Context: an optimization exercise on an open-source flow, tuned for small area. The choices shown serve that exercise and are no tape-out recipe. Function was checked by simulation only, so behaviour that the tests miss may differ from the original. The clock port is modelled as an ideal driver, which makes a skipped or thinned clock tree look cheaper than it is; a real chip needs a root buffer or a tree. Power is estimated from default activity; no workload was simulated.

==> inputs of onyx <==
==> flow/design.v <==
module vgx_rxcheck (
    input             clk,
    input             rst,           
    input             rx_valid,      
    input      [2:0]  rx_kind,       
    input      [7:0]  rx_data,       
    output reg        v_valid,       
    output     [2:0]  v_code,        
    output     [7:0]  v_type,
    output            v_src,
    output            v_pos,
    output     [7:0]  v_prod,
    output     [7:0]  v_dst,
    output     [4:0]  v_ring,
    output     [9:0]  v_slot,
    output     [15:0] v_epoch,
    output     [31:0] v_seq,
    output     [15:0] v_len,
    output            v_loop,
    output     [6:0]  v_hops,
    output     [31:0] v_crc          
);
    localparam [2:0] V_GOOD = 3'd0, V_RBERR = 3'd1, V_TYPE = 3'd2, V_CRC = 3'd3, V_EFRAME = 3'd4;
    reg        in_frame;
    reg        v_ef;             
    reg [2:0]  s;                
    reg [15:0] c;                
    reg [31:0] crc;              
    reg        rberr;            
    reg        hbad;             
    reg        crcbad;           
    reg [2:0]  h_type;
    reg [1:0]  h_b1;
    reg [7:0]  h_prod;
    reg [6:0]  h_dst;
    reg [7:0]  h_b4;
    reg [4:0]  h_ring;
    reg [1:0]  h_slot_hi;
    reg [15:0] h_epoch;
    reg [31:0] h_seq;
    reg [15:0] h_len;
    reg [7:0]  h_b14;
    function [31:0] crc_tab(input [7:0] d);
        integer i;
        reg [31:0] x;
        begin
            x = {24'd0, d};
            for (i = 0; i < 8; i = i + 1)
                x = x[0] ? ((x >> 1) ^ 32'hEDB8_8320) : (x >> 1);
            crc_tab = x;
        end
    endfunction
    wire is_data  = rx_valid && rx_kind == 3'd0;
    wire is_start = rx_valid && rx_kind == 3'd1;
    wire is_end   = rx_valid && rx_kind != 3'd0;
    wire hdr  = s == 3'd0;
    wire pay  = s == 3'd1;
    wire eq   = c == h_len;
    wire fcsb = (pay && eq) || s == 3'd2 || s == 3'd3 || s == 3'd4;
    wire s_inc = (hdr && c[3:0] == 4'd15) || (pay && eq) || (s >= 3'd2 && s <= 3'd5);
    wire [7:0]  x   = crc[7:0] ^ rx_data;
    wire [31:0] tg  = crc_tab(fcsb ? 8'd0 : x);
    wire [31:0] crc_next = {fcsb ? rx_data : tg[31:24], crc[31:8] ^ tg[23:0]};
    wire [7:0] d = rx_data;
    wire bad0 = d[7:3] != 5'd0 || d[2:0] == 3'd0;
    wire bad1 = d[7:2] != 6'd0;
    wire bad3 = d[7] || (d[6] && (d[5:2] != 4'd0 || d[1:0] == 2'd3));
    wire bad5 = d[2];
    wire [3:0]  c_lo_inc = c[3:0] + 4'd1;
    wire        c_cy     = c[3:0] == 4'd15 && !hdr;
    wire [11:0] c_hi_inc = c[15:4] + {11'd0, c_cy};
    always @(posedge clk) begin
        if (rst) begin
            in_frame <= 1'b0;
            v_valid  <= 1'b0;
        end else begin
            v_valid  <= in_frame && is_end;
            if (is_start)
                in_frame <= 1'b1;
            else if (is_end)
                in_frame <= 1'b0;
        end
        v_ef <= rx_kind != 3'd2;
        if (is_start) begin
            s   <= 3'd0;
            c   <= 16'd0;
            crc <= 32'hFFFF_FFFF;
        end else if (is_data) begin
            if (s_inc)
                s <= s + 3'd1;
            c <= {c_hi_inc, c_lo_inc};
            if (!(hdr && c[3:1] == 3'b111))
                crc <= crc_next;
            if (fcsb)
                crcbad <= (crcbad && !pay) || x != 8'hFF;
            if (hdr)
                case (c[3:0])
                    4'd0:  begin h_type <= d[2:0]; hbad <= bad0; end
                    4'd1:  begin h_b1 <= d[1:0]; hbad <= hbad || bad1; end
                    4'd2:  h_prod <= d;
                    4'd3:  begin h_dst <= d[6:0]; hbad <= hbad || bad3; end
                    4'd4:  h_b4 <= d;
                    4'd5:  begin h_ring <= d[7:3]; h_slot_hi <= d[1:0]; hbad <= hbad || bad5; end
                    4'd6:  h_epoch[7:0]  <= d;
                    4'd7:  h_epoch[15:8] <= d;
                    4'd8:  h_seq[7:0]    <= d;
                    4'd9:  h_seq[15:8]   <= d;
                    4'd10: h_seq[23:16]  <= d;
                    4'd11: h_seq[31:24]  <= d;
                    4'd12: h_len[7:0]    <= d;
                    4'd13: h_len[15:8]   <= d;
                    4'd14: h_b14 <= d;
                    default: rberr <= d != ~h_b14;
                endcase
        end
    end
    wire [9:0] h_slot = {h_slot_hi, h_b4};
    reg len_ok;
    always @(*) begin
        case (h_type)
            3'd1, 3'd2: len_ok = h_len != 16'd0 && (h_len[15:9] == 7'd0 || h_len == 16'd512);
            3'd3:       len_ok = h_len[15:3] != 13'd0 && (h_len[15:9] == 7'd0 || h_len == 16'd512);
            3'd4:       len_ok = h_len == 16'd32;
            3'd5, 3'd7: len_ok = h_len == 16'd16;
            3'd6:       len_ok = h_len[15:3] != 13'd0 && (!h_len[15] || h_len[14:0] == 15'd0);
            default:    len_ok = 1'b0;
        endcase
    end
    wire end_bad = !len_ok
                || (h_b1[1] && h_b1[0])
                || (!h_b1[1] && h_prod != 8'd0)
                || (h_type != 3'd1 && h_type != 3'd2 && h_slot != 10'd0);
    assign v_code = v_ef                          ? V_EFRAME :
                    hdr                           ? V_TYPE :
                    rberr                         ? V_RBERR :
                    (hbad || end_bad || s != 3'd5) ? V_TYPE :
                    crcbad                        ? V_CRC : V_GOOD;
    assign v_type  = {5'd0, h_type};
    assign v_src   = h_b1[1];
    assign v_pos   = h_b1[0];
    assign v_prod  = h_prod;
    assign v_dst   = {1'b0, h_dst};
    assign v_ring  = h_ring;
    assign v_slot  = h_slot;
    assign v_epoch = h_epoch;
    assign v_seq   = h_seq;
    assign v_len   = h_len;
    assign v_loop  = h_b14[7];
    assign v_hops  = h_b14[6:0];
    assign v_crc   = crc;
endmodule
==> flow/flow/run.sh <==
#!/bin/bash
# Standard layout, with the port buffers made from the smallest buffer cell
# and a clock tree of smaller buffers without dummy loads.
export BUFFER_PORTS_ARGS="-buffer_cell sky130_fd_sc_hd__buf_1"
export CTS_ARGS="-sink_clustering_enable -repair_clock_nets -dont_use_dummy_load -buf_list {sky130_fd_sc_hd__clkbuf_4 sky130_fd_sc_hd__clkbuf_8} -sink_clustering_size 12 -sink_clustering_max_diameter 60"
bash standard.sh > standard.log 2>&1
==> flow/standard.sh <==
#!/bin/bash
# synth_recipe.tcl (not shown) runs the flow's synth.tcl, then flattens the netlist and writes it again
# the make line also repeats each setting of config.mk as NAME=value (left out here)
make -C /OpenROAD-flow-scripts/flow DESIGN_CONFIG=/design/flow/config.mk WORK_HOME=/design/flow/orfs CLKGATE_MAP_FILE= SYNTH_SCRIPT=/design/flow/synth_recipe.tcl "${@:-finish}"
==> flow/config.mk <==
export PLATFORM = sky130hd
export DESIGN_NAME = vgx_rxcheck
export DESIGN_NICKNAME = vgx_rxcheck
export VERILOG_FILES = /design/flow/design.v
export SDC_FILE = /design/flow/constraint.sdc
export NUM_CORES = 4
export LEC_CHECK = 0
export CAP_MARGIN = 20
export CORE_MARGIN = 2
export CORE_UTILIZATION = 60
export SLEW_MARGIN = 20
==> flow/constraint.sdc <==
create_clock -name core_clock -period 5.0 [get_ports {clk}]
set_input_delay 1.0000 -clock core_clock [delete_from_list [all_inputs] [get_ports {clk}]]
set_output_delay 1.0000 -clock core_clock [all_outputs]
set_load 0.01 [all_outputs]
==> violet (differences from onyx) <==
==> flow/flow/run.sh (replaced) <==
#!/bin/bash
# The standard layout (standard.sh) with these changes:
#  - synthesis maps the logic with an area-oriented ABC script (flow/area.abc)
#    instead of ORFS's speed script; everything else in the synthesis,
#    including the flip-flop mapping, is the standard flow's own synth_recipe.tcl;
#  - the buffers synthesis puts on assigned outputs are removed at floorplan
#    (REMOVE_ABC_BUFFERS), and the constant outputs share one tie cell;
#  - every port gets a buffer as usual, but of the smallest buffer cell;
#  - before repair_design, each net with more than 30 loads gets one buffer
#    (flow/fanout.tcl) instead of the tree repair_design would build;
#  - the clock tree is built by flow/manual_cts.tcl: the clock port drives
#    one root buffer, which drives six large leaf buffers, each at the
#    centre of an equal share of the flip-flops (same depth for all).
# Each tool's output goes to the ORFS logs under orfs/logs; make's to standard.log.
set -euo pipefail
here=$(pwd)
{
  cat <<TCL
# Area-oriented mapping: swap the script of ORFS's combinational ABC call.
proc abc {args} {
  set i [lsearch -exact \$args -script]
  if {\$i >= 0 && [string match *abc_speed.script [lindex \$args [expr {\$i+1}]]]} {
    lset args [expr {\$i+1}] $here/flow/area.abc
  }
  yosys abc {*}\$args
}
TCL
  cat synth_recipe.tcl
} > my_synth.tcl
sed "s#SYNTH_SCRIPT=[^ ]*#SYNTH_SCRIPT=$here/my_synth.tcl#" standard.sh > my_standard.sh
export REMOVE_ABC_BUFFERS=1
export SKIP_REPAIR_TIE_FANOUT=1
export BUFFER_PORTS_ARGS="-buffer_cell sky130_fd_sc_hd__buf_1"
export PRE_RESIZE_TCL=$here/flow/fanout.tcl
export FANOUT_LIMIT=30
export FANOUT_BUF=sky130_fd_sc_hd__buf_4
export PRE_CTS_TCL=$here/flow/manual_cts.tcl
export MCTS_NLEAF=6
export MCTS_LEAF=sky130_fd_sc_hd__buf_12
export MCTS_ROOT=sky130_fd_sc_hd__clkbuf_2
bash my_standard.sh > standard.log 2>&1
==> flow/flow/area.abc (new file) <==
&get -n
&st
&dc2
&put
&get -n
&st
&dch -f
&nf -a -p -R 1000
&put
mfs3 -ae
&get -n
&st
&dch -f
&nf -a -p -R 1000
&put
mfs3 -ae
&get -n
&st
&dch -f
&nf -a -p -R 1000
&put
mfs3 -ae
==> flow/flow/fanout.tcl (new file) <==
# Before ORFS's repair_design: give each signal net with many loads one
# buffer, instead of the tree of buffers repair_design would build for it.
foreach net [[ord::get_db_block] getNets] {
  if {[$net getSigType] ne "SIGNAL"} { continue }
  set loads 0
  set drvr 0
  foreach it [$net getITerms] {
    if {[[$it getMTerm] getSigType] eq "CLOCK"} { set drvr -1; break }
    if {[$it isInputSignal]} { incr loads } elseif {[$it isOutputSignal]} { incr drvr }
  }
  if {$drvr == 1 && $loads > $::env(FANOUT_LIMIT)} {
    puts "fanout.tcl: [$net getName] has $loads loads; one $::env(FANOUT_BUF)"
    insert_buffer -buffer_cell $::env(FANOUT_BUF) -net [$net getName]
  }
}
==> flow/flow/manual_cts.tcl (new file) <==
proc mcts_split {items n} {
  # items: list of {x y iterm}; returns n groups of about equal size
  if {$n <= 1} { return [list $items] }
  set xs [lmap it $items {lindex $it 0}]
  set ys [lmap it $items {lindex $it 1}]
  set dx [expr {[tcl::mathfunc::max {*}$xs] - [tcl::mathfunc::min {*}$xs]}]
  set dy [expr {[tcl::mathfunc::max {*}$ys] - [tcl::mathfunc::min {*}$ys]}]
  set k [expr {$dx >= $dy ? 0 : 1}]
  set sorted [lsort -integer -index $k $items]
  set n1 [expr {$n / 2}]
  set cut [expr {int(round(double([llength $items]) * $n1 / $n))}]
  return [concat [mcts_split [lrange $sorted 0 [expr {$cut-1}]] $n1] \
                 [mcts_split [lrange $sorted $cut end] [expr {$n - $n1}]]]
}

proc manual_clock_tree {nleaf leafcell {rootcell {}}} {
  set db [ord::get_db]
  set block [ord::get_db_block]
  set clknet [[$block findBTerm clk] getNet]
  $clknet setSigType CLOCK
  set items {}
  foreach it [$clknet getITerms] {
    set inst [$it getInst]
    set bb [$inst getBBox]
    lappend items [list [expr {([$bb xMin]+[$bb xMax])/2}] [expr {([$bb yMin]+[$bb yMax])/2}] $it]
  }
  set master [$db findMaster $leafcell]
  set drv $clknet
  if {$rootcell ne {}} {
    set rm [$db findMaster $rootcell]
    set sx 0; set sy 0
    foreach g $items { incr sx [lindex $g 0]; incr sy [lindex $g 1] }
    set root [odb::dbInst_create $block $rm "clkbuf_root"]
    set drv [odb::dbNet_create $block "clknet_root"]
    $drv setSigType CLOCK
    [$root findITerm A] connect $clknet
    [$root findITerm X] connect $drv
    $root setLocation [expr {$sx / [llength $items] - [$rm getWidth]/2}] [expr {$sy / [llength $items]}]
    $root setPlacementStatus PLACED
  }
  set i 0
  foreach grp [mcts_split $items $nleaf] {
    set sx 0; set sy 0
    foreach g $grp { incr sx [lindex $g 0]; incr sy [lindex $g 1] }
    set cx [expr {$sx / [llength $grp]}]; set cy [expr {$sy / [llength $grp]}]
    set buf [odb::dbInst_create $block $master "clkbuf_leaf_$i"]
    set net [odb::dbNet_create $block "clknet_leaf_$i"]
    $net setSigType CLOCK
    foreach g $grp { set it [lindex $g 2]; $it disconnect; $it connect $net }
    [$buf findITerm A] connect $drv
    [$buf findITerm X] connect $net
    $buf setLocation [expr {$cx - [$master getWidth]/2}] $cy
    $buf setPlacementStatus PLACED
    puts "manual_clock_tree: $leafcell clkbuf_leaf_$i drives [llength $grp] flip-flops at ($cx, $cy)"
    incr i
  }
  set_propagated_clock [all_clocks]
}

# ORFS's cts.tcl calls clock_tree_synthesis; build the tree above instead.
proc clock_tree_synthesis {args} {
  manual_clock_tree $::env(MCTS_NLEAF) $::env(MCTS_LEAF) $::env(MCTS_ROOT)
}
- CAP_MARGIN: 20 -> 0
- CORE_UTILIZATION: 60 -> 70
- GPL_TIMING_DRIVEN: not set -> 0
- PLACE_DENSITY: not set -> 0.75
- SLEW_MARGIN: 20 -> 0
==> sierra (differences from onyx) <==
==> flow/run.sh (new file) <==
#!/bin/bash
# synth_recipe.tcl (not shown) runs the flow's synth.tcl, then flattens the netlist and writes it again
# the make line also repeats each setting of config.mk as NAME=value (left out here)
make -C /OpenROAD-flow-scripts/flow DESIGN_CONFIG=/design/flow/config.mk WORK_HOME=/design/flow/orfs CLKGATE_MAP_FILE= SYNTH_SCRIPT=/design/flow/synth_recipe.tcl finish
- CORE_UTILIZATION: 60 -> 40
removed: flow/flow/run.sh
removed: flow/standard.sh
==> umber (differences from onyx) <==
==> flow/flow/run.sh (replaced) <==
#!/bin/bash
# The standard layout (standard.sh) with three changes:
#  - synthesis maps the logic with an area-oriented ABC script (flow/area.abc)
#    instead of ORFS's speed script; everything else in the synthesis,
#    including the flip-flop mapping, is the standard flow's own synth_recipe.tcl;
#  - every port gets a buffer as usual, but of the smallest buffer cell;
#  - the clock tree uses clkbuf_8 and no dummy loads.
# Each tool's output goes to the ORFS logs under orfs/logs; make's to standard.log.
set -euo pipefail
here=$(pwd)
{
  cat <<TCL
# Area-oriented mapping: swap the script of ORFS's combinational ABC call.
proc abc {args} {
  set i [lsearch -exact \$args -script]
  if {\$i >= 0 && [string match *abc_speed.script [lindex \$args [expr {\$i+1}]]]} {
    lset args [expr {\$i+1}] $here/flow/area.abc
  }
  yosys abc {*}\$args
}
TCL
  cat synth_recipe.tcl
} > my_synth.tcl
sed "s#SYNTH_SCRIPT=[^ ]*#SYNTH_SCRIPT=$here/my_synth.tcl#" standard.sh > my_standard.sh
export BUFFER_PORTS_ARGS="-buffer_cell sky130_fd_sc_hd__buf_1"
export CTS_ARGS="-sink_clustering_enable -repair_clock_nets -dont_use_dummy_load -buf_list sky130_fd_sc_hd__clkbuf_8"
bash my_standard.sh > standard.log 2>&1
==> flow/flow/area.abc (new file) <==
&get -n
&st
&dch -f
&nf -a
&put
==> run notes <==
Worst-Skew Late Latency=0.63 ns; Worst Reg-to-Reg Cells=12; status=no timing/DRC/antenna violations; Die W=102 µm; total vias in the final route=4973; worst hold slack=0.486 ns; Worst Path Arrival=3.61 ns
the above is filed under violet

==> run notes <==
status=no timing/DRC/antenna violations; Die W=about 140 µm; Worst Path Arrival=3.00 ns; total grt overflow=0; final core occ=53.7%; total vias in the final route=5179; worst hold slack=0.441 ns; clock transition at the registers of the reported paths=0.07 ns; Worst-Skew Late Latency=around 0.43 ns; number of library cell types mapped by synthesis=50; Switch Pwr=1.76 mW
the above is filed under sierra

==> run notes <==
Die W=111 µm; status=no timing/DRC/antenna violations; Worst-Skew Late Latency=0.45 ns; total vias in the final route=5102; Worst Reg-to-Reg Cells=11; Met1 Routed Length=6860 µm; worst hold slack=between 0.4 and 0.5 ns
the above is filed under umber

==> run notes <==
first-pass GRT wire length=roughly 26000 µm; total vias in the final route=5199; Fin Setup TNS=0 ns; Worst Path Arrival=2.63 ns; Die W=114 µm; top cell category=sequential cells; worst hold slack=~0.45 ns; Worst-Skew Late Latency=about 0.46 ns; status=no timing/DRC/antenna violations; Worst Reg-to-Reg Cells=8; top-count cell post-synth=edfxtp_1
the above is filed under onyx

The clock cells of violet come from the design's own scripts or RTL, not from TritonCTS.

afterwards: timing with drivers on the ports:
In the flow no input, the clock included, has a driving cell. The finished layouts below were timed again as built, in two steps.
Step 1, drivers: a clkbuf_16 drives clk and a buf_2 each remaining input, both assumed.
Step 2 times the ports against the registers' clock, not the clock port: input delays grow and output delays shrink by t, the midpoint of the rising clock arrivals with the driver on.
a / b / c = ideal ports / drivers / drivers and shift; a / b = the first two.
run	shift t [ns]	slack for setup (ns)	worst register clock-pin slew, ns	cell pins on the clock port's net
onyx	0.480	1.373 / 1.338 / 1.802	0.09 / 0.09	1
violet	0.652	0.393 / 0.361 / 0.419	0.11 / 0.11	1
sierra	0.474	1.005 / 0.959 / 1.284	0.07 / 0.07	1
umber	0.471	0.857 / 0.822 / 1.293	0.08 / 0.08	1
After both steps setup and hold are still met in every run listed.
